Context: an optimization exercise on an open-source flow, tuned for small area, a short achievable clock period and few clock cycles per item. The choices shown serve that exercise and are no tape-out recipe.
Function was checked by simulation only, so behaviour that the tests miss may differ from the original.
Power and IR drop assume default switching activity.

== the reference run ==
// voler_agu
module voler_agu (
    input  wire        clk,
    input  wire        rst,
    input  wire        in_valid,
    output wire        in_ready,
    input  wire [31:0] in_instr,
    input  wire [23:0] in_d,
    input  wire [14:0] in_base,
    output reg         out_valid,
    output reg  [14:0] out_addr0,
    output reg  [14:0] out_addr1,
    output reg  [14:0] out_addr2,
    output wire [23:0] out_data
);
    reg [14:0] out_d;
    reg        out_sgn;
    assign out_data = {{9{out_sgn}}, out_d};
    localparam [7:0] OP_DSTART = 8'h03;
    localparam [7:0] OP_LDA    = 8'h12;
    localparam [7:0] OP_MVA    = 8'h13;
    localparam [7:0] OP_LD     = 8'h20;
    localparam [7:0] OP_ST     = 8'h21;
    localparam [7:0] OP_LD2    = 8'h22;
    localparam [7:0] OP_STA    = 8'h23;
    localparam [7:0] OP_MACM   = 8'h43;
    localparam [7:0] OP_TAPX   = 8'h44;
    assign in_ready = 1'b1;
    wire       fire = in_valid && !rst;
    wire [7:0] op   = in_instr[31:24];
    wire d_mem1 = (op == OP_LD) || (op == OP_ST) || (op == OP_STA) || (op == OP_MACM);
  ...
Size: roughly 870 flip-flops, roughly 150 I/O pins, roughly 54000 um2 of cells after synthesis.
export LEC_CHECK = 0
export CAP_MARGIN = 40
export CORE_MARGIN = 2
export CORE_UTILIZATION = 45
export SETUP_SLACK_MARGIN = 5
export SLEW_MARGIN = 40
create_clock -name core_clock -period 10.0 [get_ports {clk}]
standard.sh (not shown) runs the stock make flow with config.mk's settings and CLKGATE_MAP_FILE= SYNTH_SCRIPT=/design/flow/synth_recipe.tcl, a recipe that flattens the netlist after the stock synthesis.
==> flow/flow/run.sh <==
#!/bin/bash
bash standard.sh SETUP_SLACK_MARGIN=${MARGIN:-5.5} finish > standard.log 2>&1
Testbench counts of the reference run, summed over its fixed seeds: cycles 160,016, items 160,000.
#### Input delta (the trial run over the reference run)
--- a/flow/design.v
+++ b/flow/design.v
@@ -56,18 +56,19 @@
                             : in_d[15:0];
     reg  [7:0]  e_sa, e_sb;        
     reg         e_a_upd, e_a_ea;
     reg         e_b_upd, e_b_ea;
     reg         e_c_neg, e_mv;
     reg         e_o0, e_o1, e_res;
     reg         e_wp, e_wn, e_wm, e_wb;
     reg         e_rp, e_rn, e_rm, e_rb;
     reg         e_dst;
+    reg  [15:0] e_v;
     integer k;
     reg [7:0] d_sa, d_sb;
     always @(*) begin
         for (k = 0; k < 8; k = k + 1) begin
             d_sa[k] = fire && (d_am || d_tapx || d_x) && (d_ia == k);
             d_sb[k] = fire && (d_ld2 || d_tapx) && (d_ib == k);
         end
     end
     always @(posedge clk) begin
@@ -85,18 +86,19 @@
         e_wp    <= fire && d_xw && (x_cls == 3'd0);
         e_wn    <= fire && d_xw && (x_cls == 3'd1);
         e_wm    <= fire && d_xw && (x_cls == 3'd2);
         e_wb    <= fire && d_xw && (x_cls != 3'd0) && (x_cls != 3'd1) && (x_cls != 3'd2);
         e_rp    <= d_xr && (x_cls == 3'd0);
         e_rn    <= d_xr && (x_cls == 3'd1);
         e_rm    <= d_xr && (x_cls == 3'd2);
         e_rb    <= d_xr && (x_cls != 3'd0) && (x_cls != 3'd1) && (x_cls != 3'd2);
         e_dst   <= fire && d_dst;
+        e_v     <= d_v;
     end
     reg [14:0] p_r  [0:7];
     reg [15:0] n_r  [0:7];
     reg [14:0] m_r  [0:7];    
     reg [14:0] lp_r [0:7];    
     reg [7:0]  pend;
     reg [14:0] b_r  [0:7];
     reg [14:0] r_ap, r_am, r_al, r_ab, r_bp, r_bm, r_bl, r_bb;
     reg [15:0] r_an, r_bn;
@@ -202,33 +204,32 @@
     wire        d_bn  = d_ld2 && ((am2_mode == 3'd3) || (am2_mode == 3'd4));
     wire        d_bneg = d_ld2 ? (am2_mode == 3'd2) : !t_dir;
     wire [15:0] c_s = e_c_neg ? 16'hFFFF : 16'd1;
     wire [30:0] a_st = step(a_p, a_s, a_m, a_l, a_pd, a_b);
     wire [30:0] b_st = step(b_p, b_s, b_m, b_l, b_pd, b_b);
     wire [30:0] c_st = step(b_p, c_s, b_m, b_l, 1'b0, b_b);
     wire [14:0] a_ea = e_a_ea ? a_st[30:16] : a_p;
     wire [14:0] b_ea = e_b_ea ? b_st[30:16] : b_p;
     wire a_mz = (a_m == 15'd0);
-    wire [15:0] e_v = a_s;                        
     wire        f_apw = e_a_upd || e_wp;
     wire [14:0] f_pa  = e_a_upd ? a_st[14:0] : e_v[14:0];
     wire        f_aev = (e_a_upd && a_st[15]) || e_wp;
     wire        f_bev = e_b_upd && b_st[15];
     wire [76:0] fa = fwd(d_sa, r_ap, r_an, r_ab, r_am, r_al, r_apd, e_sa, e_sb,
                          f_apw, f_pa, e_b_upd, b_st[14:0], e_wn, e_wb, e_wm, a_mz, e_dst, e_v,
                          a_pd && f_aev, a_l, b_pd && f_bev, b_l, f_aev, f_bev);
     wire [76:0] fb = fwd(d_sb, r_bp, r_bn, r_bb, r_bm, r_bl, r_bpd, e_sa, e_sb,
                          f_apw, f_pa, e_b_upd, b_st[14:0], e_wn, e_wb, e_wm, a_mz, e_dst, e_v,
                          a_pd && f_aev, a_l, b_pd && f_bev, b_l, f_aev, f_bev);
     always @(posedge clk) begin
         {a_pd, a_l, a_m, a_b} <= fa[76:31];
         a_p <= fa[14:0];
-        a_s <= d_xw ? d_v : (d_an ? fa[30:15] : (d_aneg ? 16'hFFFF : 16'd1));
+        a_s <= d_an ? fa[30:15] : (d_aneg ? 16'hFFFF : 16'd1);
         {b_pd, b_l, b_m, b_b} <= fb[76:31];
         b_p <= fb[14:0];
         b_s <= d_bn ? fb[30:15] : (d_bneg ? 16'hFFFF : 16'd1);
     end
     always @(posedge clk) begin
         for (k = 0; k < 8; k = k + 1) begin
             if (rst) begin
                 p_r[k]  <= 15'd0;
                 n_r[k]  <= 16'd0;
Findings:
No run among the trial run and the reference run stopped early or left any final violation; all are clean. Per the comparison of the trial run with the reference run, total core area shows no meaningful change; power consumed by sequential cells higher. Worst hold slack ended up 0.0097 ns lower on the trial run than on the reference run. Area after synthesis ends up higher on the trial run. The trial run ends up with lower remaining max-slew budget at the tightest pin than the reference run does. Area: the trial run vs the reference run -> the trial run smaller. For clock latency at the later pin of the worst-skew pair, the reference run and the trial run come out practically identical. Looking at share of final layout cell area taken by non-clock buffers, the trial run sits 1.5 points lower than the reference run does.
Testbench counts of the trial run, summed over its fixed seeds: cycles 160,016, items 160,000.

afterwards: timing with drivers on the ports:
The flow's constraints put no driver on any port. The routed layouts listed below were extracted and timed again, unchanged, in two steps.
Step 1 (the two cells are an assumption about what drives the block):
set clk [get_ports {clk}]
set_driving_cell -lib_cell sky130_fd_sc_hd__clkbuf_16 $clk
set_driving_cell -lib_cell sky130_fd_sc_hd__buf_2 [delete_from_list [all_inputs] $clk]
Step 2 times the ports against the registers' clock, not the clock port: input delays grow and output delays shrink by t, the midpoint of the rising clock arrivals with the driver on.
a / b / c = ideal ports / drivers / drivers and shift; a / b = the first two.
run | t, ns | slack for setup (ns) | worst setup path after step 2 | clock arrival spread, ns | slew at the worst register clock pin (ns)
the reference run | 0.801 | 5.298 / 5.334 / 4.533 | input to register | 0.050 / 0.050 | 0.07 / 0.07
the trial run | 0.811 | 5.423 / 5.423 / 4.644 | input to register | 0.045 / 0.046 | 0.07 / 0.07
After both steps every run listed still meets setup and hold. The setup slack of the trial run, which loses most, moves by 0.000 ns with the drivers and by -0.779 ns with both steps.
